Source: an optimization exercise on an open RTL-to-GDS flow (aim: small area, a short achievable clock period and few clock cycles per item). Production flows keep margins and buffers that such runs may drop.
At most, simulation tests tie the RTL to the original design; equivalence was not proved.
No functional check of the RTL was part of runs 4 and 5.
No activity file was given, so power comes from the tool's default toggle rates.

===== flow/config.mk =====
export PLATFORM = sky130hd
export DESIGN_NAME = mx_encoder
export DESIGN_NICKNAME = mx_encoder
export VERILOG_FILES = /design/flow/design.v
export SDC_FILE = /design/flow/constraint.sdc
export NUM_CORES = 8
export LEC_CHECK = 0
export CAP_MARGIN = 20
export CORE_MARGIN = 2
export CORE_UTILIZATION = 40
export CTS_BUF_LIST = sky130_fd_sc_hd__clkbuf_4
export GPL_TIMING_DRIVEN = 1
export SLEW_MARGIN = 20

===== flow/constraint.sdc =====
create_clock -name core_clock -period 250.0 [get_ports {clk}]
set_input_delay 50.0000 -clock core_clock [delete_from_list [all_inputs] [get_ports {clk}]]
set_output_delay 50.0000 -clock core_clock [all_outputs]
set_load 0.01 [all_outputs]

===== flow/design.v =====
module mx_elem (
    input  wire [31:0] v,
    input  wire [9:0]  nK,       
    input  wire        m3,       
    input  wire        m2,       
    input  wire        e4m3,
    input  wire        e5m2,
    input  wire        e3m2,
    input  wire [7:0]  maxext,   
    output wire [7:0]  code
);
    wire [7:0]  ef = v[30:23];
    wire [22:0] f  = v[22:0];
    wire        h  = |ef;
    wire        s16 = ~|{h, f[22:8]};
    wire [23:4] x1  = {s16 ? f[7:0] : {h, f[22:16]}, f[15:8], f[7:4] & {4{~s16}}};
    wire        k1  = ~s16 & |f[3:0];
    wire        s8  = ~|x1[23:16];
    wire [23:12] x2 = s8 ? x1[15:4] : x1[23:12];
    wire        k2  = k1 | (~s8 & |x1[11:4]);
    wire        s4  = ~|x2[23:20];
    wire [23:16] x3 = s4 ? x2[19:12] : x2[23:16];
    wire        k3  = k2 | (~s4 & |x2[15:12]);
    wire        s2  = ~|x3[23:22];
    wire [23:18] x4 = s2 ? x3[21:16] : x3[23:18];
    wire        k4  = k3 | (~s2 & |x3[17:16]);
    wire        s1  = ~x4[23];
    wire [22:19] x5 = s1 ? x4[21:18] : x4[22:19];
    wire        stk = k4 | (~s1 & x4[18]);
    wire [4:0]  lz  = {s16, s8, s4, s2, s1};
    wire [4:0]  V   = {x4[23] | x4[22], x5};
    wire [2:0]  mn0 = m3 ? V[3:1] : (m2 ? {V[3:2], 1'b1} : {V[3], 2'b11});
    wire        R0  = m3 ? V[0] : (m2 ? V[1] : V[2]);
    wire        c0  = R0 & (&mn0);           
    wire [4:0]  nl;                           
    wire [5:0]  nc;
    assign nc[0] = 1'b0;
    genvar i;
    generate for (i = 0; i < 5; i = i + 1) begin : neg
        wire a = ~lz[i];
        wire b = (i == 1);
        assign nl[i]   = a ^ b ^ nc[i];
        assign nc[i+1] = (a & b) | (nc[i] & (a ^ b));
    end endgenerate
    wire        sx = ~h & (|lz[4:1]);
    wire [9:0]  A  = {sx, sx, ef[7:5] | {3{sx}}, ef[4:0] | ({5{~h}} & nl)};
    wire [9:0]  T;
    wire [10:0] tc;
    assign tc[0] = c0;
    generate for (i = 0; i < 10; i = i + 1) begin : add
        assign T[i]    = A[i] ^ nK[i] ^ tc[i];
        assign tc[i+1] = (A[i] & nK[i]) | (tc[i] & (A[i] ^ nK[i]));
    end endgenerate
    wire        Z   = ~|T[9:2];
    wire        O   = &T[9:2];
    wire        Ta  = Z & (T[1:0] == 2'd0);       
    wire        Tb  = Z & (T[1:0] == 2'd1);       
    wire        Tc  = O & (T[1:0] == 2'd3);       
    wire        Td  = O & (T[1:0] == 2'd2);       
    wire        Te  = O & (T[1:0] == 2'd1);       
    wire        pos = ~T[9] & ~Ta & ~(Tb & c0);
    wire        q1  = c0 ? Tb : Ta;               
    wire        q2  = c0 ? Ta : Tc;               
    wire        q3  = c0 ? Tc : Td;               
    wire        q4  = c0 ? Td : Te;               
    wire [8:0]  Vx  = {4'd0, V};
    wire [4:0]  W;
    generate for (i = 0; i < 5; i = i + 1) begin : shr
        assign W[i] = (pos & Vx[i]) | (q1 & Vx[i+1]) | (q2 & Vx[i+2]) | (q3 & Vx[i+3]) | (q4 & Vx[i+4]);
    end endgenerate
    wire        out = (q1 & V[0]) | (q2 & |V[1:0]) | (q3 & |V[2:0]) | (q4 & |V[3:0]);
    wire        st0 = stk | out;
    wire [3:0]  kept = m3 ? W[4:1] : (m2 ? {W[4:2], 1'b1} : {W[4:3], 2'b11});
    wire        R    = m3 ? W[0]   : (m2 ? W[1] : W[2]);
    wire        St   = st0 | (m3 ? 1'b0 : (m2 ? W[0] : |W[1:0]));
    wire        L    = m3 ? W[1]   : (m2 ? W[2] : W[3]);
    wire        inc  = R & (St | L);
    wire [3:0]  ki;
    wire [4:0]  kc;
    assign kc[0] = inc;
    generate for (i = 0; i < 4; i = i + 1) begin : rnd
        assign ki[i]   = kept[i] ^ kc[i];
        assign kc[i+1] = kept[i] & kc[i];
    end endgenerate
    wire        sat  = e4m3 ? (T[4] | (&T[3:0] & &ki[2:0])) :
                       e5m2 ? &T[4:0] : e3m2 ? T[3] : T[2];
    assign code = pos ? (sat ? maxext : {T[4:0], ki[2:0]}) : {4'd0, ki};
endmodule
module mx_encoder (
    input  wire          clk,
    input  wire          rst,           
    input  wire          in_valid,
    output wire          in_ready,
    input  wire [3:0]    in_fmt,
    input  wire [1023:0] in_data,
    output reg           out_valid,
    input  wire          out_ready,
    output reg  [263:0]  out_block
);
    wire f5 = in_fmt == 4'h5;    
    wire f6 = in_fmt == 4'h6;    
    wire f7 = in_fmt == 4'h7;    
    wire f8 = in_fmt == 4'h8;    
    wire f9 = in_fmt == 4'h9;    
    wire fmt_ok = f5 | f6 | f7 | f8 | f9;
    wire m3 = f5 | f8;
    wire m2 = f6 | f7;
    wire [7:0] emax   = f5 ? 8'd8  : f6 ? 8'd15 : f7 ? 8'd4 : 8'd2;
    wire [7:0] B      = f5 ? 8'd15 : f6 ? 8'd30 : f7 ? 8'd7 : 8'd3;
    wire [7:0] maxext = f5 ? 8'h7E : f6 ? 8'hF7 : f7 ? 8'h3F : 8'h1F;
    function [7:0] gmax8;
        input [63:0] e;
        reg [7:0] alive, r;
        reg       g1, g2, g3;
        reg [1:0] dg;
        integer j, n;
        begin
            alive = 8'hFF;
            for (n = 3; n >= 0; n = n - 1) begin
                g1 = 1'b0; g2 = 1'b0; g3 = 1'b0;
                for (j = 0; j < 8; j = j + 1) begin
                    dg = e[8*j+2*n +: 2];
                    g1 = g1 | (alive[j] & (dg[1] | dg[0]));
                    g2 = g2 | (alive[j] & dg[1]);
                    g3 = g3 | (alive[j] & dg[1] & dg[0]);
                end
                r[2*n+1] = g2;
                r[2*n]   = g3 | (g1 & ~g2);
                for (j = 0; j < 8; j = j + 1) begin
                    dg = e[8*j+2*n +: 2];
                    alive[j] = alive[j] & (dg[1] | ~r[2*n+1]) & (dg[0] | ~r[2*n]);
                end
            end
            gmax8 = r;
        end
    endfunction
    function [7:0] emx;
        input [7:0] a, b;
        reg [7:0] g, e;
        reg [3:0] g1, e1;
        reg [1:0] g2, e2;
        integer k;
        begin
            g = a & ~b;
            e = ~(a ^ b);
            for (k = 0; k < 4; k = k + 1) begin
                g1[k] = g[2*k+1] | (e[2*k+1] & g[2*k]);
                e1[k] = e[2*k+1] & e[2*k];
            end
            for (k = 0; k < 2; k = k + 1) begin
                g2[k] = g1[2*k+1] | (e1[2*k+1] & g1[2*k]);
                e2[k] = e1[2*k+1] & e1[2*k];
            end
            emx = (g2[1] | (e2[1] & g2[0])) ? a : b;
        end
    endfunction
    wire [7:0] gm [0:3];
    genvar g;
    generate for (g = 0; g < 4; g = g + 1) begin : grp
        wire [63:0] ev;
        genvar q;
        for (q = 0; q < 8; q = q + 1) begin : el
            assign ev[8*q +: 8] = in_data[32*(8*g+q)+23 +: 8];
        end
        assign gm[g] = gmax8(ev);
    end endgenerate
    wire [7:0] efmax = emx(emx(gm[0], gm[1]), emx(gm[2], gm[3]));
    wire       special = &efmax;             
    wire [8:0] d1 = {1'b0, efmax} - {1'b0, emax};
    wire       big = ~d1[8] & (|d1[7:0]);
    wire [7:0] scale = special ? 8'hFF : (big ? d1[7:0] : 8'd0);
    wire [9:0] nKf = {2'b0, B} - {2'b0, efmax};
    wire [9:0] nKe = {2'b0, B} - {2'b0, emax};
    wire [9:0] nK  = big ? nKf : nKe;
    wire       kill = special | ~fmt_ok;
    wire [7:0] c [0:31];
    generate for (g = 0; g < 32; g = g + 1) begin : el
        mx_elem u (.v(in_data[32*g +: 32]), .nK(nK), .m3(m3), .m2(m2), .e4m3(f5),
                   .e5m2(f6), .e3m2(f7), .maxext(maxext), .code(c[g]));
    end endgenerate
    reg         full1;
    reg [263:0] skid;
    wire        use_new = ~kill & ~full1;
    wire        s5 = f5 & use_new, s6 = f6 & use_new, s7 = f7 & use_new,
                s8 = f8 & use_new, s9 = f9 & use_new;
    reg [263:0] b5, b6, b7, b8, b9;
    integer k;
    always @(*) begin
        b5 = 264'd0; b6 = 264'd0; b7 = 264'd0; b8 = 264'd0; b9 = 264'd0;
        for (k = 0; k < 32; k = k + 1) begin
            b5[8 + 8*k +: 8] = {in_data[32*k+31], c[k][6:0]};
            b6[8 + 8*k +: 8] = {in_data[32*k+31], c[k][7:1]};
            b7[8 + 6*k +: 6] = {in_data[32*k+31], c[k][5:1]};
            b8[8 + 6*k +: 6] = {in_data[32*k+31], c[k][4:0]};
            b9[8 + 4*k +: 4] = {in_data[32*k+31], c[k][4:2]};
        end
    end
    wire [263:0] nxt = ({264{full1}} & skid) | ({264{s5}} & b5) | ({264{s6}} & b6) |
                       ({264{s7}} & b7) | ({264{s8}} & b8) | ({264{s9}} & b9) |
                       {256'd0, (fmt_ok & ~full1) ? scale : 8'd0};
    assign in_ready = ~full1;
    wire accept = in_valid & ~full1;
    wire r0_free = ~out_valid | out_ready;
    always @(posedge clk) begin
        if (rst) begin
            out_valid <= 1'b0;
            full1     <= 1'b0;
        end else if (r0_free) begin
            out_valid <= full1 | accept;
            full1     <= 1'b0;
        end else if (accept) begin
            full1     <= 1'b1;
        end
    end
    always @(posedge clk) begin
        if (r0_free && (full1 || accept))
            out_block <= nxt;
        if (!r0_free && accept)
            skid <= nxt;
    end
endmodule

===== flow/flow/run.sh =====
#!/bin/bash
# Own layout flow: the standard ORFS flow (standard.sh), with two changes
# to how the layout is made:
#  - Yosys maps the logic with an area-recovering ABC script (flow/abc.script,
#    Yosys's own default ABC script) instead of ORFS's delay-driven one;
#  - port buffers are sky130_fd_sc_hd__buf_1 cells (every port still gets one).
# Each tool's full output stays in this folder: make's in flow_make.log, and
# ORFS's per-step logs under orfs/logs/.
set -euo pipefail
here=$(pwd)
rm -rf "$here/scripts_mod"
cp -r "$FLOW_HOME/scripts" "$here/scripts_mod"
cp "$here/flow/abc.script" "$here/scripts_mod/abc_speed.script"
bash "$here/standard.sh" SCRIPTS_DIR="$here/scripts_mod" \
    BUFFER_PORTS_ARGS="-buffer_cell sky130_fd_sc_hd__buf_1" finish \
    > "$here/flow_make.log" 2>&1
test -f "$here/out/final.def"

===== flow/flow/abc.script =====
strash
&get -n
&fraig -x
&put
scorr
dc2
dretime
strash
&get -n
&dch -f
&nf
&put

===== flow/standard.sh =====
#!/bin/bash
# synth_recipe.tcl (not shown) runs the flow's synth.tcl, then flattens the netlist and writes it again
# the make line also repeats each setting of config.mk as NAME=value (left out here)
make -C /OpenROAD-flow-scripts/flow DESIGN_CONFIG=/design/flow/config.mk WORK_HOME=/design/flow/orfs CLKGATE_MAP_FILE= SYNTH_SCRIPT=/design/flow/synth_recipe.tcl "${@:-finish}"

==> results of run 1 <==
-- kinds of logic after synthesis --
logic type               synth area share
AND/OR/NAND/NOR                     0.254
XOR/XNOR                         0.000672
buffers and inverters              0.0269
multiplexers                       0.0556
adder cells (fa/ha/maj)             0.130
flip-flops                          0.244
AO/OA/AOI/OAI                       0.289
-- layout make-up --
class	instances	area, um2	area share
Antenna cell	57	143	0.00187
Clock buffer	198	1490	0.0195
Clock inverter	56	370	0.00485
Inverter	467	1760	0.0230
Multi-Input combinational cell	7266	47900	0.628
Sequential cell	530	15900	0.208
Tap cell	2175	2720	0.0356
Timing Repair Buffer	1447	6060	0.0793
-- worst reg2reg max path, stage by stage, from the launching register on --
cell and delay [ns]:
sky130_fd_sc_hd__dfxtp_4 0.50, sky130_fd_sc_hd__clkinv_1 0.16, sky130_fd_sc_hd__o21ai_0 0.40, sky130_fd_sc_hd__a211o_4 0.54
sky130_fd_sc_hd__buf_4 0.59, sky130_fd_sc_hd__buf_4 0.58, sky130_fd_sc_hd__o32ai_1 0.25, sky130_fd_sc_hd__or3_1 0.46
-- power by group --
part | switching, mW | total, mW | internal, mW
Combinational | 0.538 | 0.795 | 0.257
Clock | 0.0434 | 0.0847 | 0.0412
Sequential | 0.00650 | 0.114 | 0.107
Total | 0.588 | 0.994 | 0.405
-- per-layer routing --
| metal | global-route usage | vias to the layer above | part of all wire |
|---|---|---|---|
| met5 | 0 | - | 0.00067 |
| met1 | 0.494 | 38700 | 0.36 |
| li1 | - | 35500 | - |
| met2 | 0.657 | 5403 | 0.44 |
| met3 | 0.0979 | 1271 | 0.10 |
| met4 | 0.366 | 40 | 0.10 |
-- synthesized netlist by cell type (all sizes together) (43+ instances only) --
library cell	n	area (um2)
o21a	47	353
nor4b	43	377
a31oi	44	275
o21ai	651	3260
nand2	1267	4760
o221ai	116	1020
clkinv	467	1750
a222oi	52	521
nor2	815	3060
a211oi	107	803
nand3	111	556
o22ai	343	2150
nor3	181	906
ha	190	2380
o211ai	114	856
nand2b	143	895
a21boi	44	330
or3	68	425
a22oi	77	578
nand4	165	1030
or2	63	394
fa	304	6090
a221oi	66	578
edfxtp	528	15900
mux2	43	484
and2	60	375
a21oi	877	4390
mux2i	314	3140
nor4	213	1330
and3	78	488
a21o	65	488
or4	46	345
-- registers in the layout (all words and copies together) (netlist names) --
| name | count |
|---|---|
| out_block | 264 |
| out_valid | 1 |
| skid | 264 |
| full1 | 1 |
-- final timing paths --
path                                   start              to  cells past startpoint
worst max-delay path            in_data[574]  out_block[166]                     79
worst min-delay path               skid[226]  out_block[226]                      2
worst max register to register         full1   out_block[69]                      7
worst min register to register     skid[226]  out_block[226]                      2
-- cells in the final DEF (no fill, tap or decap), drive strengths merged, types with 116 or more instances in the layout --
| cell type | n |
|---|---|
| a21oi | 877 |
| buf | 1447 |
| nor4 | 213 |
| o21ai | 651 |
| o22ai | 343 |
| fa | 304 |
| edfxtp | 528 |
| ha | 190 |
| nor3 | 181 |
| nor2 | 815 |
| nand2b | 143 |
| clkinv | 509 |
| clkbuf | 198 |
| o221ai | 116 |
| mux2i | 314 |
| nand2 | 1267 |
| nand4 | 165 |
-- metrics by stage --
step | total power [mW] | cells
after CTS | 0.967 | 12100
after floorplan | 0.598 | 8263
after global placement | 0.867 | 11900
final | 0.994 | 12200
after global routing | 1.05 | 12200
after detailed placement | 0.879 | 11900
==> key figures, run 1 <==
Run status
  • Run status: finished clean

CTS
  • Number of gates given a new drive strength after cts: 0
  • Max Buffers Root-to-Sink: 3
  • Clock sink count: 530
  • CTS tree: yes
  • Buffer type at the clock tree root: sky130_fd_sc_hd__clkbuf_4
  • Post-CTS Setup Repair Bufs: 0
  • H-Tree Level Count: 4
  • Clock Pin Slew Worst Setup and Hold Paths: 0.08 ns
  • Number of buffers inserted for hold repair after clock tree synthesis: 0
  • Insertion delay to the later sink of the worst-skew pair: between 1 and 1.5 ns
  • CTS buffer count: ~150

Worst setup path
  • Critical path's largest stage delay: 0.93 ns
  • Cell mode on critical path: sky130_fd_sc_hd__fa_1
  • Combined buffer and inverter count along the critical path: 14
  • WP data arrival: 73.22 ns
  • Top cell family by delay on the critical path: compound AO/OA/AOI/OAI gates
  • Element type at the critical path start: input pin
  • CP max FO: 19
  • Crit Path Class: input pin to register
  • Category of the worst setup path capture point: register
  • Max stage delay cell, worst path: sky130_fd_sc_hd__a221o_1
  • Setup slack on the worst flop-to-flop path: between 200 and 250 ns
  • Worst endpoint required time: 250.74 ns

STA
  • Setup repair after global routing missed its margin: no
  • Number of max-slew violations in the final report: 0
  • Slew of the pin with the lowest slew margin: 1.25 ns
  • Worst Hold Margin: 0.539 ns
  • Fin. Hold Viols: 0
  • Worst setup margin: 177.52 ns
  • Fin Setup TNS: 0 ns
  • Clock skew: between 0.05 and 0.06 ns
  • Headroom to the max-slew limit: 0.148
  • Time the worst path needs with I/O delays and setup: 72.48 ns
  • Final period utilization: 0.290
  • Final setup fails: 0
  • Highest clock frequency the design can meet: 13.8 MHz

Drt
  • Post-DRT Antenna Nets: 0
  • Detailed-route wire length: 370000 um
  • Detailed Routing Iterations Pass 1: 8
  • Iteration-0 DRC count of the detailed router: 10300
  • DRC violation count after routing: 0
  • Vias: 80900
  • Drt via density: 6.63
  • Post-detailed-route wirelength per cell: 30.3 um

Logic synthesis
  • Synthesized area per cell: 7.89 um2
  • Number of different library cells in the post-synthesis netlist: 69
  • Sequential cell area fraction in the yosys report: 0.244
  • Net Count, Synth: 9789
  • Number of flip-flops and latches in the synthesized netlist: 530
  • Post-synth EDFFs: between 500 and 600
  • Cell count after synthesis: 8263
  • Area of the mapped netlist: 0.0652 mm2
  • Number of warnings printed during yosys synthesis: 1
  • Proportion of register bits with asynchronous set or reset after synthesis: 0
  • Predominant post-synthesis flop cell: sky130_fd_sc_hd__edfxtp_1

Die
  • Chip width: 408 um
  • Number of rows in the core area: 148
  • Num ports: 1298
  • Initial Util: 0.402
  • Full die area: 0.166 mm2
  • Core box area: 0.162 mm2
  • Die Y-Extent: 408 um

Pwr
  • Ratio of total power to cell area: around 13 mW/mm2
  • Total leakage power: around 27 nW
  • Largest voltage drop on the vdd net: 0.0000141 V

Cells and area
  • Fraction of final layout cells with drive strength greater than 1: 0.0444
  • Filler instances: 16800
  • Final core area utilization: 0.471
  • Signed area change from the synthesized netlist to the final layout: 17.2%
  • Final Cell Area: 0.0764 mm2
  • Nets: 11400

Global route
  • Largest net degree at the start of global routing: ~170
  • Number of global-route vias before repair: 76300
  • All-Layer GR Usage: 0.423
  • Global-route congestion overflow total: 0
  • Wire length of the first global-routing pass: roughly 520000 um
  • Antenna violations before repair: 76

Place
  • Port Buffers: approximately 1300
  • Pre-CTS setup slack: 177.23 ns
  • Final RePlAce weighted congestion: about 1.0
  • Placed wire-length estimate after detailed placement: 296000 um
  • Area after DPL: 0.0743 mm2

Run
  • Max Cap Violations: 0

Min path
  • Hold WC Path Type: register to register
Testbench counts, summed over its fixed seeds: cycles 3,208, items 3,200.
==> run 2, diff against run 1 <==
==> flow/flow/abc.script (replaced) <==
strash
&get -n
&fraig -x
&put
scorr
dc2
dretime
strash
&get -n
&dch -f
&nf -R 1000
&put
--- a/flow/config.mk
+++ b/flow/config.mk
@@ -11,3 +11,4 @@
 export CTS_BUF_LIST = sky130_fd_sc_hd__clkbuf_4
 export GPL_TIMING_DRIVEN = 1
+export PLACE_DENSITY = 0.75
 export SLEW_MARGIN = 20
==> key figures, run 2 <==
Logic synthesis
  • Library cell occupying the most area in the post-synthesis netlist: sky130_fd_sc_hd__edfxtp_1 (unchanged)
  • Most common cell in the netlist: sky130_fd_sc_hd__nand2_1 (unchanged)
  • Predominant post-synthesis flop cell: sky130_fd_sc_hd__edfxtp_1 (unchanged)
  • Post-synth EDFFs: 528 (unchanged)
  • Proportion of register bits with asynchronous set or reset after synthesis: 0 (unchanged)
  • Portion of synthesized cell area occupied by the leading cell type: 0.246 (was 0.243)
  • Net Count, Synth: 9716 (was 9789)
  • Area of the mapped netlist: 0.0644 mm2 (was 0.0652 mm2)
  • Cell count after synthesis: 8190 (was 8263)
  • Main area contributors after synthesis: sky130_fd_sc_hd__edfxtp_1 25%, sky130_fd_sc_hd__fa_1 9.5%, sky130_fd_sc_hd__nand2_1 7.5%, sky130_fd_sc_hd__a21oi_1 7.2%, sky130_fd_sc_hd__o21ai_0 5.2% (was sky130_fd_sc_hd__edfxtp_1 24%, sky130_fd_sc_hd__fa_1 9.3%, sky130_fd_sc_hd__nand2_1 7.3%, sky130_fd_sc_hd__a21oi_1 6.7%, sky130_fd_sc_hd__o21ai_0 5.0%)
  • Number of warnings printed during yosys synthesis: 1 (unchanged)
  • Synthesized area per cell: 7.86 um2 (was 7.89 um2)
  • Sequential cell area fraction in the yosys report: 0.247 (was 0.244)
  • Number of different library cells in the post-synthesis netlist: 67 (was 69)
  • Most instantiated cells after synthesis: 1285 x sky130_fd_sc_hd__nand2_1, 928 x sky130_fd_sc_hd__a21oi_1, 848 x sky130_fd_sc_hd__nor2_1, 663 x sky130_fd_sc_hd__o21ai_0, 528 x sky130_fd_sc_hd__edfxtp_1 (was 1267 x sky130_fd_sc_hd__nand2_1, 877 x sky130_fd_sc_hd__a21oi_1, 815 x sky130_fd_sc_hd__nor2_1, 651 x sky130_fd_sc_hd__o21ai_0, 528 x sky130_fd_sc_hd__edfxtp_1)
  • Number of flip-flops and latches in the synthesized netlist: 530 (unchanged)

STA
  • Fin Setup TNS: 0 ns (unchanged)
  • Final period utilization: 0.291 (was 0.290)
  • Slew of the pin with the lowest slew margin: 1.27 ns (was 1.25 ns)
  • Fin. Hold Viols: 0 (unchanged)
  • Number of max-slew violations in the final report: 0 (unchanged)
  • Highest clock frequency the design can meet: 13.7 MHz (was 13.8 MHz)
  • Clock skew: 0.0869 ns (was 0.0592 ns)
  • Headroom to the max-slew limit: 0.151 (was 0.148)
  • Setup repair after global routing missed its margin: no (unchanged)
  • Final setup fails: 0 (unchanged)
  • Worst setup margin: 177.18 ns (was 177.52 ns)
  • Time the worst path needs with I/O delays and setup: 72.82 ns (was 72.48 ns)
  • Worst Hold Margin: 0.520 ns (was 0.539 ns)

Drt
  • Vias: 81000 (was 80900)
  • Post-DRT Antenna Nets: 0 (unchanged)
  • Post-detailed-route wirelength per cell: 30.5 um (was 30.3 um)
  • DRC violation count after routing: 0 (unchanged)
  • Detailed Routing Iterations Pass 1: 14 (was 8)
  • Drt via density: 6.72 (was 6.63)
  • Detailed-route wire length: 368000 um (was 370000 um)
  • Iteration-0 DRC count of the detailed router: 11700 (was 10300)

Global route
  • All-Layer GR Usage: 0.426 (was 0.423)
  • Wire length of the first global-routing pass: 514000 um (was 523000 um)
  • Largest net degree at the start of global routing: 150 (was 165)
  • Global-route congestion overflow total: 0 (unchanged)
  • Antenna violations before repair: 90 (was 76)
  • Number of global-route vias before repair: 75000 (was 76300)

Die
  • Initial Util: 0.402 (about the same)
  • Chip width: 405 um (was 408 um)
  • Die Y-Extent: 405 um (was 408 um)
  • Num ports: 1298 (unchanged)
  • Number of rows in the core area: 147 (was 148)
  • Core box area: 0.160 mm2 (was 0.162 mm2)
  • Full die area: 0.164 mm2 (was 0.166 mm2)

CTS
  • Post-CTS Setup Repair Bufs: 0 (unchanged)
  • Number of gates given a new drive strength after cts: 0 (unchanged)
  • H-Tree Level Count: 4 (unchanged)
  • Insertion delay to the later sink of the worst-skew pair: 1.08 ns (was 1.12 ns)
  • Buffer type at the clock tree root: sky130_fd_sc_hd__clkbuf_4 (unchanged)
  • Clock sink count: 530 (unchanged)
  • CTS tree: yes (unchanged)
  • Clock Pin Slew Worst Setup and Hold Paths: 0.07 ns (was 0.08 ns)
  • Number of buffers inserted for hold repair after clock tree synthesis: 0 (unchanged)
  • CTS buffer count: 144 (was 146)
  • Max Buffers Root-to-Sink: 3 (unchanged)

Run
  • Max Cap Violations: 0 (unchanged)

Worst setup path
  • WP data arrival: 73.56 ns (was 73.22 ns)
  • Category of the worst setup path capture point: register (unchanged)
  • Worst endpoint required time: 250.74 ns (about the same)
  • Crit Path Class: input pin to register (unchanged)
  • CP max FO: 18 (was 19)
  • Element type at the critical path start: input pin (unchanged)
  • Critical path's largest stage delay: 0.88 ns (was 0.93 ns)
  • Max stage delay cell, worst path: sky130_fd_sc_hd__a21boi_1 (was sky130_fd_sc_hd__a221o_1)
  • Cell mode on critical path: sky130_fd_sc_hd__fa_1 (unchanged)

Pwr
  • Total power draw: 1.25 mW (was 0.994 mW)
  • Largest voltage drop on the vdd net: 0.0000214 V (was 0.0000141 V)
  • Ratio of total power to cell area: 16.6 mW/mm2 (was 13.0 mW/mm2)
  • Total leakage power: 27.0 nW (was 27.3 nW)

Cells and area
  • Fraction of final layout cells with drive strength greater than 1: 0.0412 (was 0.0444)
  • Most common cell after layout, fill and taps aside: sky130_fd_sc_hd__buf_1 (unchanged)
  • Signed area change from the synthesized netlist to the final layout: 16.7% (was 17.2%)
  • Count of non-filler cells in the finished layout: 12100 (was 12200)
  • Final Cell Area: 0.0751 mm2 (was 0.0764 mm2)
  • Top flop regs: out_block (264), skid (264) (unchanged)
  • Commonest non-fill, non-tap cells in the layout: 1297 x sky130_fd_sc_hd__buf_1, 1276 x sky130_fd_sc_hd__nand2_1, 922 x sky130_fd_sc_hd__a21oi_1 (was 1297 x sky130_fd_sc_hd__buf_1, 1262 x sky130_fd_sc_hd__nand2_1, 871 x sky130_fd_sc_hd__a21oi_1)
  • Final core area utilization: 0.469 (was 0.471)
  • Nets: 11300 (was 11400)

Run status
  • Run status: finished clean (unchanged)

Place
  • Pre-CTS setup slack: 176.91 ns (was 177.23 ns)
  • Number of placed cells counting well taps: 11800 (was 11900)
  • Port Buffers: 1297 (unchanged)
  • Placed wire-length estimate after detailed placement: 294000 um (was 296000 um)
  • Final RePlAce weighted congestion: 1.10 (was 1.04)
  • Area after DPL: 0.0731 mm2 (was 0.0743 mm2)

Min path
  • Hold WC Path Type: register to register (unchanged)
## run 2: cell count changes after synthesis, moves of 13 or more
| cell | delta |
|---|---|
| sky130_fd_sc_hd__nand2_1 | +18 |
| sky130_fd_sc_hd__o22a_1 | +14 |
| sky130_fd_sc_hd__o211ai_1 | -19 |
| sky130_fd_sc_hd__a21oi_1 | +51 |
| sky130_fd_sc_hd__o22ai_1 | -20 |
| sky130_fd_sc_hd__and2_0 | +17 |
| sky130_fd_sc_hd__nand3_1 | +46 |
| sky130_fd_sc_hd__a211oi_1 | -50 |
| sky130_fd_sc_hd__nor2_1 | +33 |
| sky130_fd_sc_hd__a211o_1 | -18 |
| sky130_fd_sc_hd__clkinv_1 | -58 |
| sky130_fd_sc_hd__o2111ai_1 | -16 |
| sky130_fd_sc_hd__o21bai_1 | -13 |
| sky130_fd_sc_hd__o21a_1 | -37 |
## run 2: where the power goes
group | internal [mW] | switching [mW]
Sequential | 0.113 | 0.0109
Clock | 0.0388 | 0.0413
Combinational | 0.322 | 0.724
## run 2: path summary, 6_finish.rpt
path	end	slack (ns)	depth (start not counted)	from
max reg2reg	out_block[86]	245.71	4	full1
min	out_block[46]	0.52	1	skid[46]
max	skid[88]	177.18	88	in_data[830]
min reg2reg	out_block[46]	0.52	1	skid[46]
## run 2: kinds of logic (layout without fill, tap and decap cells)
logic type	after synthesis	in the layout	share of synthesized area
multiplexers	360	360	0.0568
buffers and inverters	409	2061	0.0239
AND/OR/NAND/NOR	3536	3536	0.262
adder cells (fa/ha/maj)	494	494	0.132
XOR/XNOR	6	6	0.000817
flip-flops	530	530	0.247
other	0	60	0
AO/OA/AOI/OAI	2855	2855	0.278
## run 2: layout make-up
class	count	area, um2
Multi-Input combinational cell	7251	47300
Timing Repair Buffer	1413	5750
Clock buffer	190	1430
Clock inverter	49	324
Fill cell	16100	85100
Sequential cell	530	15900
Tap cell	2160	2700
Inverter	409	1540
Antenna cell	60	150
## run 2: worst max-delay path, delay by kind of cell
family,cells,cell delay [ns]
adders and majority gates,14,4.55
xor gates and xnor gates,1,0.16
and+or+nand+nor,31,7.44
buffers and inverters,9,2.36
muxes,1,0.30
AOI/OAI and AO/OA,32,8.63
## run 2: layer usage
| metal | wire [um] | up-vias | GRT usage |
|---|---|---|---|
| met5 | 361 | - | 0 |
| met1 | 130000 | 38400 | 0.501 |
| met4 | 34400 | 58 | 0.339 |
| li1 | - | 35000 | - |
| met2 | 157000 | 6122 | 0.644 |
| met3 | 46400 | 1444 | 0.132 |
==> run 3, diff against run 2 <==
==> flow/flow/abc.script (replaced) <==
strash
&get -n
&fraig -x
&put
scorr
dc2
dretime
strash
&get -n
&dch -f
&nf
&put
==> key figures, run 3 <==
Drt
  • Detailed Routing Iterations Pass 1: 7 (was 14)
  • Post-detailed-route wirelength per cell: 30.7 um (was 30.5 um)
  • Post-DRT Antenna Nets: 0 (unchanged)
  • Detailed-route wire length: 375000 um (was 368000 um)
  • Iteration-0 DRC count of the detailed router: 11100 (was 11700)
  • Drt via density: 6.70 (was 6.72)
  • Vias: 81600 (was 81000)
  • DRC violation count after routing: 0 (unchanged)

Worst setup path
  • Cell mode on critical path: sky130_fd_sc_hd__fa_1 (unchanged)
  • WP data arrival: 71.94 ns (was 73.56 ns)
  • Setup slack on the worst flop-to-flop path: 246.06 ns (was 245.71 ns)
  • Worst endpoint required time: 250.81 ns (was 250.74 ns)
  • Critical Path End: skid[110] (was skid[88])
  • Crit Path Class: input pin to register (unchanged)
  • Beginning of the critical path: in_data[286] (was in_data[830])
  • Category of the worst setup path capture point: register (unchanged)
  • Element type at the critical path start: input pin (unchanged)
  • Max stage delay cell, worst path: sky130_fd_sc_hd__o21ai_1 (was sky130_fd_sc_hd__a21boi_1)
  • CP max FO: 21 (was 18)
  • Worst Reg2Reg Path Length in Cells: 7 (was 4)
  • Launch instance of the worst register-to-register path: full1 (unchanged)
  • FF-to-FF End: out_block[33] (was out_block[86])
  • Critical path's largest stage delay: 0.82 ns (was 0.88 ns)

STA
  • Fin. Hold Viols: 0 (unchanged)
  • Number of max-slew violations in the final report: 0 (unchanged)
  • Fin Setup TNS: 0 ns (unchanged)
  • Headroom to the max-slew limit: 0.171 (was 0.151)
  • Slew of the pin with the lowest slew margin: 1.24 ns (was 1.27 ns)
  • Final setup fails: 0 (unchanged)
  • Final period utilization: 0.285 (was 0.291)
  • Worst setup margin: 178.87 ns (was 177.18 ns)
  • Setup repair after global routing missed its margin: no (unchanged)
  • Clock skew: 0.0640 ns (was 0.0869 ns)
  • Highest clock frequency the design can meet: 14.1 MHz (was 13.7 MHz)
  • Time the worst path needs with I/O delays and setup: 71.13 ns (was 72.82 ns)

Global route
  • Largest net degree at the start of global routing: 157 (was 150)
  • Met3 demand-to-capacity share in global routing: 0.106 (was 0.132)
  • Number of global-route vias before repair: 76300 (was 75000)
  • Met2 Use GR: 0.663 (was 0.644)
  • Antenna violations before repair: 95 (was 90)
  • Busiest layer in global routing: met2 (unchanged)
  • Wire length of the first global-routing pass: 524000 um (was 514000 um)
  • All-Layer GR Usage: 0.426 (about the same)
  • Global-route congestion overflow total: 0 (unchanged)
  • Global routing usage on met1: 0.479 (was 0.501)

CTS
  • Clock sink count: 530 (unchanged)
  • CTS tree: yes (unchanged)
  • Buffer type at the clock tree root: sky130_fd_sc_hd__clkbuf_4 (unchanged)
  • CTS buffer count: 141 (was 144)
  • H-Tree Level Count: 4 (unchanged)
  • Clock Pin Slew Worst Setup and Hold Paths: 0.08 ns (was 0.07 ns)
  • Number of gates given a new drive strength after cts: 0 (unchanged)
  • Max Buffers Root-to-Sink: 3 (unchanged)
  • Number of buffers inserted for hold repair after clock tree synthesis: 0 (unchanged)
  • Post-CTS Setup Repair Bufs: 0 (unchanged)
  • Insertion delay to the later sink of the worst-skew pair: 1.15 ns (was 1.08 ns)

Run
  • Max Cap Violations: 0 (unchanged)

Place
  • Final RePlAce weighted congestion: 1.06 (was 1.10)
  • Number of placed cells counting well taps: 11900 (was 11800)
  • Port Buffers: 1297 (unchanged)
  • Placed wire-length estimate after detailed placement: 297000 um (was 294000 um)
  • Pre-CTS setup slack: 177.42 ns (was 176.91 ns)

Logic synthesis
  • Library cell occupying the most area in the post-synthesis netlist: sky130_fd_sc_hd__edfxtp_1 (unchanged)
  • Cell count after synthesis: 8263 (was 8190)
  • Proportion of register bits with asynchronous set or reset after synthesis: 0 (unchanged)
  • Predominant post-synthesis flop cell: sky130_fd_sc_hd__edfxtp_1 (unchanged)
  • Post-synth EDFFs: 528 (unchanged)
  • Number of flip-flops and latches in the synthesized netlist: 530 (unchanged)
  • Number of different library cells in the post-synthesis netlist: 69 (was 67)
  • Sequential cell area fraction in the yosys report: 0.244 (was 0.247)
  • Portion of synthesized cell area occupied by the leading cell type: 0.243 (was 0.246)
  • Area of the mapped netlist: 0.0652 mm2 (was 0.0644 mm2)
  • Main area contributors after synthesis: sky130_fd_sc_hd__edfxtp_1 24%, sky130_fd_sc_hd__fa_1 9.3%, sky130_fd_sc_hd__nand2_1 7.3%, sky130_fd_sc_hd__a21oi_1 6.7%, sky130_fd_sc_hd__o21ai_0 5.0% (was sky130_fd_sc_hd__edfxtp_1 25%, sky130_fd_sc_hd__fa_1 9.5%, sky130_fd_sc_hd__nand2_1 7.5%, sky130_fd_sc_hd__a21oi_1 7.2%, sky130_fd_sc_hd__o21ai_0 5.2%)
  • Most common cell in the netlist: sky130_fd_sc_hd__nand2_1 (unchanged)
  • Most instantiated cells after synthesis: 1267 x sky130_fd_sc_hd__nand2_1, 877 x sky130_fd_sc_hd__a21oi_1, 815 x sky130_fd_sc_hd__nor2_1, 651 x sky130_fd_sc_hd__o21ai_0, 528 x sky130_fd_sc_hd__edfxtp_1 (was 1285 x sky130_fd_sc_hd__nand2_1, 928 x sky130_fd_sc_hd__a21oi_1, 848 x sky130_fd_sc_hd__nor2_1, 663 x sky130_fd_sc_hd__o21ai_0, 528 x sky130_fd_sc_hd__edfxtp_1)
  • Number of warnings printed during yosys synthesis: 1 (unchanged)
  • Net Count, Synth: 9789 (was 9716)
  • Synthesized area per cell: 7.89 um2 (was 7.86 um2)

Cells and area
  • Nets: 11400 (was 11300)
  • Filler instances: 16500 (was 16100)
  • Fraction of final layout cells with drive strength greater than 1: 0.0432 (was 0.0412)
  • Signed area change from the synthesized netlist to the final layout: 16.9% (was 16.7%)
  • Commonest non-fill, non-tap cells in the layout: 1297 x sky130_fd_sc_hd__buf_1, 1262 x sky130_fd_sc_hd__nand2_1, 871 x sky130_fd_sc_hd__a21oi_1 (was 1297 x sky130_fd_sc_hd__buf_1, 1276 x sky130_fd_sc_hd__nand2_1, 922 x sky130_fd_sc_hd__a21oi_1)
  • Top flop regs: out_block (264), skid (264) (unchanged)
  • Most common cell after layout, fill and taps aside: sky130_fd_sc_hd__buf_1 (unchanged)
  • Count of non-filler cells in the finished layout: 12200 (was 12100)

Die
  • Initial Util: 0.402 (about the same)
  • Die Y-Extent: 408 um (was 405 um)
  • Core box area: 0.162 mm2 (was 0.160 mm2)
  • Number of rows in the core area: 148 (was 147)
  • Num ports: 1298 (unchanged)
  • Full die area: 0.166 mm2 (was 0.164 mm2)
  • Chip width: 408 um (was 405 um)

Min path
  • Hold depth: 2 (was 1)
  • Hold WC Path Type: register to register (unchanged)

Run status
  • Run status: finished clean (unchanged)

Pwr
  • Ratio of total power to cell area: 13.1 mW/mm2 (was 16.6 mW/mm2)
  • Largest voltage drop on the vdd net: 0.0000186 V (was 0.0000214 V)
  • Total leakage power: 27.2 nW (was 27.0 nW)
[run 3: changes by cell type after synthesis, sizes merged, moves of 17 or more]
cell / change
a211o: +18
nor2: -33
o21a: +37
nand2: -18
o211ai: +19
clkinv: +58
and2: -17
a21oi: -51
o22ai: +20
nand3: -46
a211oi: +50
[run 3: metrics by stage]
stage | instance area [um2] | hold WS, ns | util | total power, mW
after floorplan | 65200 | 0.504 | - | 0.598
after global placement | 74200 | 0.525 | 0.457 | 0.861
after detailed placement | 74200 | 0.535 | 0.457 | 0.878
after CTS | 76000 | 0.541 | 0.468 | 0.963
after global routing | 76200 | 0.550 | 0.469 | 1.05
final | 76200 | 0.542 | 0.470 | 0.996
[run 3: power by group]
| group | total, mW | internal (mW) | switching [mW] | leakage (nW) |
|---|---|---|---|---|
| Combinational | 0.801 | 0.258 | 0.544 | 21.0 |
| Clock | 0.0823 | 0.0400 | 0.0423 | 1.03 |
| Sequential | 0.112 | 0.107 | 0.00536 | 5.17 |
[run 3: how the worst min path moves through the flow]
stage,from,endpoint,slack (ns)
finish,skid[242],out_block[242],0.54
global placement,skid[242],out_block[242],0.52
global route,skid[144],out_block[144],0.55
CTS,skid[193],out_block[193],0.54
detailed placement,skid[193],skid[193],0.53
floorplan,skid[139],out_block[139],0.50
[run 3: critical path, delay by kind of cell]
kind	cells	cell delay, ns
buffers and inverters	12	2.35
adder cells (fa/ha/maj)	16	5.61
AO/OA/AOI/OAI	28	7.81
AND/OR/NAND/NOR	22	5.80
multiplexers	1	0.21
[run 3: cell type report]
| class | count | area (um2) | share of cell area |
|---|---|---|---|
| Sequential cell | 530 | 15900 | 0.209 |
| Multi-Input combinational cell | 7266 | 47900 | 0.629 |
| Timing Repair Buffer | 1438 | 5950 | 0.0781 |
| Inverter | 467 | 1760 | 0.0230 |
| Clock buffer | 192 | 1440 | 0.0189 |
| Antenna cell | 69 | 173 | 0.00227 |
| Tap cell | 2175 | 2720 | 0.0357 |
| Clock inverter | 45 | 337 | 0.00442 |
[run 3: logic make-up after synthesis]
family	synth area share
adder cells (fa/ha/maj)	0.130
XOR/XNOR	0.000672
AND/OR/NAND/NOR	0.254
flip-flops	0.244
multiplexers	0.0556
buffers and inverters	0.0269
AO/OA/AOI/OAI	0.289
[run 3: routing by layer]
layer / routed length [um] / up-vias
met5: 216 / -
met2: 164000 / 5989
met4: 41300 / 34
met3: 41400 / 1508
li1: - / 35400
met1: 128000 / 38600
==> run 4, diff against run 3 <==
--- a/flow/design.v
+++ b/flow/design.v
@@ -45,13 +45,19 @@
     wire        sx = ~h & (|lz[4:1]);
     wire [9:0]  A  = {sx, sx, ef[7:5] | {3{sx}}, ef[4:0] | ({5{~h}} & nl)};
-    wire [9:0]  T;
-    wire [10:0] tc;
+    wire [4:0]  Tl, U0;
+    wire [5:0]  tc, uc;
     assign tc[0] = c0;
-    generate for (i = 0; i < 10; i = i + 1) begin : add
-        assign T[i]    = A[i] ^ nK[i] ^ tc[i];
+    assign uc[0] = 1'b0;
+    generate for (i = 0; i < 5; i = i + 1) begin : add
+        assign Tl[i]   = A[i] ^ nK[i] ^ tc[i];
         assign tc[i+1] = (A[i] & nK[i]) | (tc[i] & (A[i] ^ nK[i]));
-    end endgenerate
-    wire        Z   = ~|T[9:2];
-    wire        O   = &T[9:2];
+        assign U0[i]   = A[i+5] ^ nK[i+5] ^ uc[i];
+        assign uc[i+1] = (A[i+5] & nK[i+5]) | (uc[i] & (A[i+5] ^ nK[i+5]));
+    end endgenerate
+    wire        c5  = tc[5];
+    wire [4:0]  T   = Tl;
+    wire        tneg = U0[4] ^ (c5 & (&U0[3:0]));        
+    wire        Z   = (c5 ? (&U0) : ~|U0) & ~|Tl[4:2];                   
+    wire        O   = (c5 ? (U0 == 5'h1E) : (&U0)) & (&Tl[4:2]);        
     wire        Ta  = Z & (T[1:0] == 2'd0);       
     wire        Tb  = Z & (T[1:0] == 2'd1);       
@@ -59,5 +65,5 @@
     wire        Td  = O & (T[1:0] == 2'd2);       
     wire        Te  = O & (T[1:0] == 2'd1);       
-    wire        pos = ~T[9] & ~Ta & ~(Tb & c0);
+    wire        pos = ~tneg & ~Ta & ~(Tb & c0);
     wire        q1  = c0 ? Tb : Ta;               
     wire        q2  = c0 ? Ta : Tc;               
@@ -165,12 +171,17 @@
         assign gm[g] = gmax8(ev);
     end endgenerate
-    wire [7:0] efmax = emx(emx(gm[0], gm[1]), emx(gm[2], gm[3]));
+    wire [7:0] ma = emx(gm[0], gm[1]), mb = emx(gm[2], gm[3]);
+    wire       gab = ma > mb;
+    wire       gae = ma > emax;
+    wire       gbe = mb > emax;
+    wire [7:0] efmax = gab ? ma : mb;
     wire       special = &efmax;             
     wire [8:0] d1 = {1'b0, efmax} - {1'b0, emax};
     wire       big = ~d1[8] & (|d1[7:0]);
     wire [7:0] scale = special ? 8'hFF : (big ? d1[7:0] : 8'd0);
-    wire [9:0] nKf = {2'b0, B} - {2'b0, efmax};
+    wire [9:0] nKa = {2'b0, B} - {2'b0, ma};
+    wire [9:0] nKb = {2'b0, B} - {2'b0, mb};
     wire [9:0] nKe = {2'b0, B} - {2'b0, emax};
-    wire [9:0] nK  = big ? nKf : nKe;
+    wire [9:0] nK  = (gab & gae) ? nKa : ((~gab & gbe) ? nKb : nKe);
     wire       kill = special | ~fmt_ok;
     wire [7:0] c [0:31];
==> key figures, run 4 <==
Pwr
  • Switching power total: 0.633 mW (was 0.592 mW)
  • Logic gate share of total power: 0.808 (was 0.805)
  • Part of the power in registers: 0.111 (was 0.113)
  • Total leakage power: 28.2 nW (was 27.2 nW)
  • Clock group share of total power: 0.081 (was 0.083)
  • Fraction of power spent switching nets: 0.615 (was 0.594)
  • Largest voltage drop on the vdd net: 0.0000283 V (was 0.0000186 V)
  • Cell-internal power: 0.397 mW (was 0.405 mW)
  • Ratio of total power to cell area: 13.2 mW/mm2 (was 13.1 mW/mm2)
  • Total power draw: 1.03 mW (was 0.996 mW)

Logic synthesis
  • Number of warnings printed during yosys synthesis: 1 (unchanged)
  • Number of flip-flops and latches in the synthesized netlist: 530 (unchanged)
  • Proportion of register bits with asynchronous set or reset after synthesis: 0 (unchanged)
  • Post-synth EDFFs: 528 (unchanged)
  • Area of the mapped netlist: 0.0668 mm2 (was 0.0652 mm2)
  • Main area contributors after synthesis: sky130_fd_sc_hd__edfxtp_1 24%, sky130_fd_sc_hd__fa_1 8.2%, sky130_fd_sc_hd__nand2_1 7.6%, sky130_fd_sc_hd__a21oi_1 6.6%, sky130_fd_sc_hd__nor2_1 5.2% (was sky130_fd_sc_hd__edfxtp_1 24%, sky130_fd_sc_hd__fa_1 9.3%, sky130_fd_sc_hd__nand2_1 7.3%, sky130_fd_sc_hd__a21oi_1 6.7%, sky130_fd_sc_hd__o21ai_0 5.0%)
  • Net Count, Synth: 10100 (was 9789)
  • Most instantiated cells after synthesis: 1346 x sky130_fd_sc_hd__nand2_1, 920 x sky130_fd_sc_hd__nor2_1, 880 x sky130_fd_sc_hd__a21oi_1, 551 x sky130_fd_sc_hd__o21ai_0, 537 x sky130_fd_sc_hd__clkinv_1 (was 1267 x sky130_fd_sc_hd__nand2_1, 877 x sky130_fd_sc_hd__a21oi_1, 815 x sky130_fd_sc_hd__nor2_1, 651 x sky130_fd_sc_hd__o21ai_0, 528 x sky130_fd_sc_hd__edfxtp_1)
  • Sequential cell area fraction in the yosys report: 0.238 (was 0.244)
  • Synthesized area per cell: 7.77 um2 (was 7.89 um2)
  • Portion of synthesized cell area occupied by the leading cell type: 0.237 (was 0.243)
  • Cell count after synthesis: 8592 (was 8263)
  • Predominant post-synthesis flop cell: sky130_fd_sc_hd__edfxtp_1 (unchanged)
  • Most common cell in the netlist: sky130_fd_sc_hd__nand2_1 (unchanged)
  • Library cell occupying the most area in the post-synthesis netlist: sky130_fd_sc_hd__edfxtp_1 (unchanged)
  • Number of different library cells in the post-synthesis netlist: 74 (was 69)

Cells and area
  • Final Cell Area: 0.0781 mm2 (was 0.0762 mm2)
  • Most common cell after layout, fill and taps aside: sky130_fd_sc_hd__nand2_1 (was sky130_fd_sc_hd__buf_1)
  • Filler instances: 16600 (was 16500)
  • Nets: 11700 (was 11400)
  • Count of non-filler cells in the finished layout: 12600 (was 12200)
  • Commonest non-fill, non-tap cells in the layout: 1340 x sky130_fd_sc_hd__nand2_1, 1297 x sky130_fd_sc_hd__buf_1, 906 x sky130_fd_sc_hd__nor2_1 (was 1297 x sky130_fd_sc_hd__buf_1, 1262 x sky130_fd_sc_hd__nand2_1, 871 x sky130_fd_sc_hd__a21oi_1)
  • Final core area utilization: 0.472 (was 0.470)
  • Signed area change from the synthesized netlist to the final layout: 16.9% (about the same)
  • Top flop regs: out_block (264), skid (264) (unchanged)
  • Fraction of final layout cells with drive strength greater than 1: 0.0446 (was 0.0432)

Worst setup path
  • CP max FO: 17 (was 21)
  • WP data arrival: 70.28 ns (was 71.94 ns)
  • Element type at the critical path start: input pin (unchanged)
  • Category of the worst setup path capture point: register (unchanged)
  • Combined buffer and inverter count along the critical path: 9 (was 12)
  • Cell mode on critical path: sky130_fd_sc_hd__o21ai_0 (was sky130_fd_sc_hd__fa_1)
  • Max stage delay cell, worst path: sky130_fd_sc_hd__a31oi_1 (was sky130_fd_sc_hd__o21ai_1)
  • Crit Path Class: input pin to register (unchanged)
  • Top cell family by delay on the critical path: compound AO/OA/AOI/OAI gates (unchanged)
  • Critical path's largest stage delay: 0.92 ns (was 0.82 ns)
  • Setup slack on the worst flop-to-flop path: 245.30 ns (was 246.06 ns)
  • Worst endpoint required time: 250.76 ns (was 250.81 ns)

STA
  • Clock skew: 0.0767 ns (was 0.0640 ns)
  • Final setup fails: 0 (unchanged)
  • Fin. Hold Viols: 0 (unchanged)
  • Time the worst path needs with I/O delays and setup: 69.53 ns (was 71.13 ns)
  • Slew of the pin with the lowest slew margin: 1.23 ns (was 1.24 ns)
  • Setup repair after global routing missed its margin: no (unchanged)
  • Number of max-slew violations in the final report: 0 (unchanged)
  • Headroom to the max-slew limit: 0.181 (was 0.171)
  • Highest clock frequency the design can meet: 14.4 MHz (was 14.1 MHz)
  • Final period utilization: 0.278 (was 0.285)
  • Fin Setup TNS: 0 ns (unchanged)
  • Worst Hold Margin: 0.543 ns (was 0.542 ns)
  • Worst setup margin: 180.48 ns (was 178.87 ns)

CTS
  • Number of gates given a new drive strength after cts: 0 (unchanged)
  • Max Buffers Root-to-Sink: 3 (unchanged)
  • H-Tree Level Count: 4 (unchanged)
  • Clock Pin Slew Worst Setup and Hold Paths: 0.07 ns (was 0.08 ns)
  • CTS buffer count: 149 (was 141)
  • Clock sink count: 530 (unchanged)
  • CTS tree: yes (unchanged)
  • Number of buffers inserted for hold repair after clock tree synthesis: 0 (unchanged)
  • Buffer type at the clock tree root: sky130_fd_sc_hd__clkbuf_4 (unchanged)
  • Insertion delay to the later sink of the worst-skew pair: 1.17 ns (was 1.15 ns)
  • Post-CTS Setup Repair Bufs: 0 (unchanged)

Drt
  • Post-detailed-route wirelength per cell: 31.3 um (was 30.7 um)
  • Detailed Routing Iterations Pass 1: 10 (was 7)
  • DRC violation count after routing: 0 (unchanged)
  • Drt via density: 6.72 (was 6.70)
  • Post-DRT Antenna Nets: 0 (unchanged)
  • Detailed-route wire length: 393000 um (was 375000 um)
  • Vias: 84400 (was 81600)
  • Iteration-0 DRC count of the detailed router: 11900 (was 11100)

Global route
  • Global-route congestion overflow total: 0 (unchanged)
  • All-Layer GR Usage: 0.439 (was 0.426)
  • Number of global-route vias before repair: 78400 (was 76300)
  • Largest net degree at the start of global routing: 142 (was 157)
  • Wire length of the first global-routing pass: 545000 um (was 524000 um)
  • Antenna violations before repair: 99 (was 95)

Run
  • Max Cap Violations: 0 (unchanged)

Die
  • Initial Util: 0.404 (was 0.402)
  • Die Y-Extent: 413 um (was 408 um)
  • Number of rows in the core area: 149 (was 148)
  • Full die area: 0.170 mm2 (was 0.166 mm2)
  • Core box area: 0.165 mm2 (was 0.162 mm2)
  • Chip width: 413 um (was 408 um)
  • Num ports: 1298 (unchanged)

Run status
  • Run status: finished clean (unchanged)

Place
  • Pre-CTS setup slack: 179.55 ns (was 177.42 ns)
  • Placed wire-length estimate after detailed placement: 314000 um (was 297000 um)
  • Number of placed cells counting well taps: 12200 (was 11900)
  • Final RePlAce weighted congestion: 1.08 (was 1.06)
  • Port Buffers: 1297 (unchanged)
  • Area after DPL: 0.0759 mm2 (was 0.0742 mm2)

Min path
  • Hold WC Path Type: register to register (unchanged)
-- run 4: power by group through the flow --
stage / combinational (mW) / clock [mW] / sequential [mW]
after CTS: 0.793 / 0.0837 / 0.114
after global placement: 0.771 / 0 / 0.116
final: 0.832 / 0.0836 / 0.114
after detailed placement: 0.788 / 0 / 0.116
after floorplan: 0.487 / 0 / 0.116
after global routing: 0.876 / 0.0877 / 0.114
-- run 4: final timing paths --
check	startpoint	end	cells after the start
setup / recovery	in_data[222]	out_block[76]	67
hold / removal	skid[240]	out_block[240]	2
setup reg to reg	full1	skid[94]	8
hold reg to reg	skid[240]	out_block[240]	2
-- run 4: per-layer routing --
| layer | part of all wire | GRT usage |
|---|---|---|
| met3 | 0.12 | 0.124 |
| met1 | 0.35 | 0.504 |
| met5 | 0.00077 | 0.000283 |
| met2 | 0.42 | 0.657 |
| met4 | 0.11 | 0.410 |
-- run 4: cell type report --
cell class                 count  area (um2)  area share
clock inverter                52         319     0.00409
antenna                       78         195     0.00250
sequential                   530       15900       0.204
clock buffer                 205        1540      0.0197
timing repair buffer        1445        6000      0.0769
inverter                     537        2020      0.0259
multi-input combinational   7525       49400       0.632
tap                         2189        2740      0.0351
-- run 4: worst reg2reg max path, delay by kind of cell (launching register included) --
kind | cells | cell delay [ns]
AO/OA/AOI/OAI | 1 | 0.15
buffers and inverters | 4 | 2.63
AND/OR/NAND/NOR | 3 | 1.16
flip-flops | 1 | 0.51
-- run 4: cells by family after synthesis --
family	Yosys count	synth area share
compound gates	2947	0.284
mux	400	0.0612
flops	530	0.238
xor+xnor	36	0.00472
fa+ha+maj	509	0.126
buf+inv	537	0.0302
simple gates	3633	0.255
==> run 5, diff against run 4 <==
--- a/flow/config.mk
+++ b/flow/config.mk
@@ -10,4 +10,5 @@
 export CORE_UTILIZATION = 40
 export CTS_BUF_LIST = sky130_fd_sc_hd__clkbuf_4
+export CTS_CLUSTER_SIZE = 12
 export GPL_TIMING_DRIVEN = 1
 export PLACE_DENSITY = 0.75
==> key figures, run 5 <==
CTS
  • CTS buffer count: 149 (unchanged)
  • CTS tree: yes (unchanged)
  • Buffer type at the clock tree root: sky130_fd_sc_hd__clkbuf_4 (unchanged)
  • Clock Pin Slew Worst Setup and Hold Paths: 0.07 ns (about the same)
  • Insertion delay to the later sink of the worst-skew pair: 1.17 ns (about the same)
  • Clock sink count: 530 (unchanged)
  • Number of buffers inserted for hold repair after clock tree synthesis: 0 (unchanged)
  • Number of gates given a new drive strength after cts: 0 (unchanged)
  • Max Buffers Root-to-Sink: 3 (unchanged)
  • Post-CTS Setup Repair Bufs: 0 (unchanged)
  • H-Tree Level Count: 4 (unchanged)

Drt
  • Post-detailed-route wirelength per cell: 31.3 um (about the same)
  • Drt via density: 6.74 (was 6.72)
  • Iteration-0 DRC count of the detailed router: 11800 (was 11900)
  • DRC violation count after routing: 0 (unchanged)
  • Detailed-route wire length: 393000 um (about the same)
  • Post-DRT Antenna Nets: 0 (unchanged)
  • Detailed Routing Iterations Pass 1: 10 (unchanged)
  • Vias: 84600 (was 84400)

Global route
  • Number of global-route vias before repair: 78400 (about the same)
  • Antenna violations before repair: 99 (unchanged)
  • Global-route congestion overflow total: 0 (unchanged)
  • All-Layer GR Usage: 0.439 (about the same)
  • Largest net degree at the start of global routing: 142 (unchanged)
  • Wire length of the first global-routing pass: 545000 um (about the same)

Logic synthesis
  • Most instantiated cells after synthesis: 1346 x sky130_fd_sc_hd__nand2_1, 920 x sky130_fd_sc_hd__nor2_1, 880 x sky130_fd_sc_hd__a21oi_1, 551 x sky130_fd_sc_hd__o21ai_0, 537 x sky130_fd_sc_hd__clkinv_1 (unchanged)
  • Number of different library cells in the post-synthesis netlist: 74 (unchanged)
  • Area of the mapped netlist: 0.0668 mm2 (unchanged)
  • Net Count, Synth: 10100 (unchanged)
  • Synthesized area per cell: 7.77 um2 (unchanged)
  • Number of warnings printed during yosys synthesis: 1 (unchanged)
  • Library cell occupying the most area in the post-synthesis netlist: sky130_fd_sc_hd__edfxtp_1 (unchanged)
  • Post-synth EDFFs: 528 (unchanged)
  • Predominant post-synthesis flop cell: sky130_fd_sc_hd__edfxtp_1 (unchanged)
  • Most common cell in the netlist: sky130_fd_sc_hd__nand2_1 (unchanged)
  • Sequential cell area fraction in the yosys report: 0.238 (unchanged)
  • Main area contributors after synthesis: sky130_fd_sc_hd__edfxtp_1 24%, sky130_fd_sc_hd__fa_1 8.2%, sky130_fd_sc_hd__nand2_1 7.6%, sky130_fd_sc_hd__a21oi_1 6.6%, sky130_fd_sc_hd__nor2_1 5.2% (unchanged)
  • Number of flip-flops and latches in the synthesized netlist: 530 (unchanged)
  • Proportion of register bits with asynchronous set or reset after synthesis: 0 (unchanged)
  • Portion of synthesized cell area occupied by the leading cell type: 0.237 (unchanged)
  • Cell count after synthesis: 8592 (unchanged)

Die
  • Num ports: 1298 (unchanged)
  • Core box area: 0.165 mm2 (unchanged)
  • Die Y-Extent: 413 um (unchanged)
  • Number of rows in the core area: 149 (unchanged)
  • Chip width: 413 um (unchanged)
  • Initial Util: 0.404 (unchanged)
  • Full die area: 0.170 mm2 (unchanged)

STA
  • Clock skew: 0.0761 ns (was 0.0767 ns)
  • Final period utilization: 0.278 (about the same)
  • Headroom to the max-slew limit: 0.192 (was 0.181)
  • Worst setup margin: 180.52 ns (was 180.48 ns)
  • Slew of the pin with the lowest slew margin: 1.21 ns (was 1.23 ns)
  • Setup repair after global routing missed its margin: no (unchanged)
  • Fin. Hold Viols: 0 (unchanged)
  • Number of max-slew violations in the final report: 0 (unchanged)
  • Final setup fails: 0 (unchanged)
  • Time the worst path needs with I/O delays and setup: 69.49 ns (was 69.53 ns)
  • Fin Setup TNS: 0 ns (unchanged)
  • Highest clock frequency the design can meet: 14.4 MHz (about the same)

Worst setup path
  • CP max FO: 17 (unchanged)
  • Cell mode on critical path: sky130_fd_sc_hd__o21ai_0 (unchanged)
  • Max stage delay cell, worst path: sky130_fd_sc_hd__a31oi_1 (unchanged)
  • WP data arrival: 70.25 ns (was 70.28 ns)
  • Category of the worst setup path capture point: register (unchanged)
  • Critical path's largest stage delay: 0.92 ns (about the same)
  • Crit Path Class: input pin to register (unchanged)
  • Worst endpoint required time: 250.77 ns (was 250.76 ns)
  • Element type at the critical path start: input pin (unchanged)

Place
  • Final RePlAce weighted congestion: 1.08 (unchanged)
  • Port Buffers: 1297 (unchanged)
  • Placed wire-length estimate after detailed placement: 314000 um (unchanged)
  • Pre-CTS setup slack: 179.55 ns (unchanged)

Pwr
  • Largest voltage drop on the vdd net: 0.0000281 V (was 0.0000283 V)
  • Total leakage power: 28.2 nW (unchanged)
  • Ratio of total power to cell area: 13.2 mW/mm2 (about the same)

Run
  • Max Cap Violations: 0 (unchanged)

Run status
  • Run status: finished clean (unchanged)

Cells and area
  • Fraction of final layout cells with drive strength greater than 1: 0.0446 (unchanged)
  • Nets: 11700 (unchanged)
  • Signed area change from the synthesized netlist to the final layout: 16.9% (about the same)
  • Top flop regs: out_block (264), skid (264) (unchanged)
  • Most common cell after layout, fill and taps aside: sky130_fd_sc_hd__nand2_1 (unchanged)
  • Commonest non-fill, non-tap cells in the layout: 1340 x sky130_fd_sc_hd__nand2_1, 1297 x sky130_fd_sc_hd__buf_1, 906 x sky130_fd_sc_hd__nor2_1 (unchanged)

Min path
  • Hold WC Path Type: register to register (unchanged)
==> run 5: cell counts after synthesis <==
Identical to the previous run, type by type.
==> run 5: worst paths after layout <==
path         slack [ns]         start  cells after the start              to
min                0.54     skid[240]                      2  out_block[240]
max              180.52  in_data[222]                     67   out_block[76]
min reg2reg        0.54     skid[240]                      2  out_block[240]
max reg2reg      245.31         full1                      8   out_block[94]
==> run 5: critical path: cells and delay by family <==
kind,cells,cell delay [ns]
and+or+nand+nor,15,4.95
adders and majority gates,10,3.70
AOI/OAI and AO/OA,32,9.05
muxes,1,0.44
buffers and inverters,9,2.03
==> run 5: stage by stage <==
step / instance area [um2] / std cells / hold slack [ns] / util / total power, mW
finish: 78100 / 12600 / 0.539 / 0.472 / 1.03
global route: 78000 / 12500 / 0.563 / 0.472 / 1.08
CTS: 77800 / 12500 / 0.544 / 0.470 / 0.990
detailed placement: 75900 / 12200 / 0.538 / 0.459 / 0.903
global placement: 75900 / 12200 / 0.523 / 0.459 / 0.887
floorplan: 66800 / 8592 / 0.504 / - / 0.603
==> run 5: kinds of logic (layout without fill, tap and decap cells) <==
logic type,count (synthesis),in the layout,share of synthesized area
and+or+nand+nor,3633,3633,0.255
AOI/OAI and AO/OA,2947,2947,0.284
buffers and inverters,537,2239,0.0302
DFF,530,530,0.238
adders and majority gates,509,509,0.126
muxes,400,400,0.0612
xor gates and xnor gates,36,36,0.00472
other,0,82,0
==> run 5: layer usage <==
layer  global-route usage  share of wire  vias up
li1                     -              -    36500
met1                0.504           0.35    39800
met2                0.657           0.42     6585
met3                0.123           0.12     1669
met4                0.410           0.11       50
met5             0.000283        0.00086        -
==> run 5: final cells by class <==
type / instances / area (um2)
timing repair buffer: 1445 / 6000
clock buffer: 205 / 1540
inverter: 537 / 2020
tap: 2189 / 2740
multi-input combinational: 7525 / 49400
fill: 16600 / 87300
sequential: 530 / 15900
antenna: 82 / 205
clock inverter: 52 / 319
==> run 5: power breakdown <==
group	total [mW]	internal, mW	leakage, nW	switching, mW
Sequential	0.114	0.108	5.17	0.00592
Clock	0.0837	0.0397	1.09	0.0441
Combinational	0.831	0.249	22.0	0.582

==> port drivers added, routing unchanged <==
The flow's constraints put no driver on any port. The routed layouts listed below were extracted and timed again, unchanged, in two steps. Step 1 sets driving cells, clkbuf_16 on the clock port and buf_2 on the other inputs (assumed; they add their load-dependent delay and slew). Step 2, shift: input delay + t, output delay - t, t = (earliest + latest rising clock arrival at the registers) / 2. This alone moves slack from input paths to output paths. Slacks: no drivers / after step 1 / after step 2; pairs: no drivers / after step 1.
run	t (ns)	setup WS [ns]	worst setup path at the end	worst slew at a driven data input, ns
run 1	1.179	177.523 / 177.597 / 176.418	input to register	0.37
run 2	1.119	177.184 / 177.235 / 176.116	input to register	0.28
run 3	1.220	178.871 / 178.833 / 177.613	input to register	0.30
run 4	1.204	180.475 / 180.462 / 179.257	input to register	0.28
run 5	1.217	180.515 / 180.504 / 179.287	input to register	0.28
After both steps setup and hold are still met in every run listed. For run 3, which loses most, drivers alone change the setup slack by -0.038 ns; drivers and shift together by -1.258 ns.
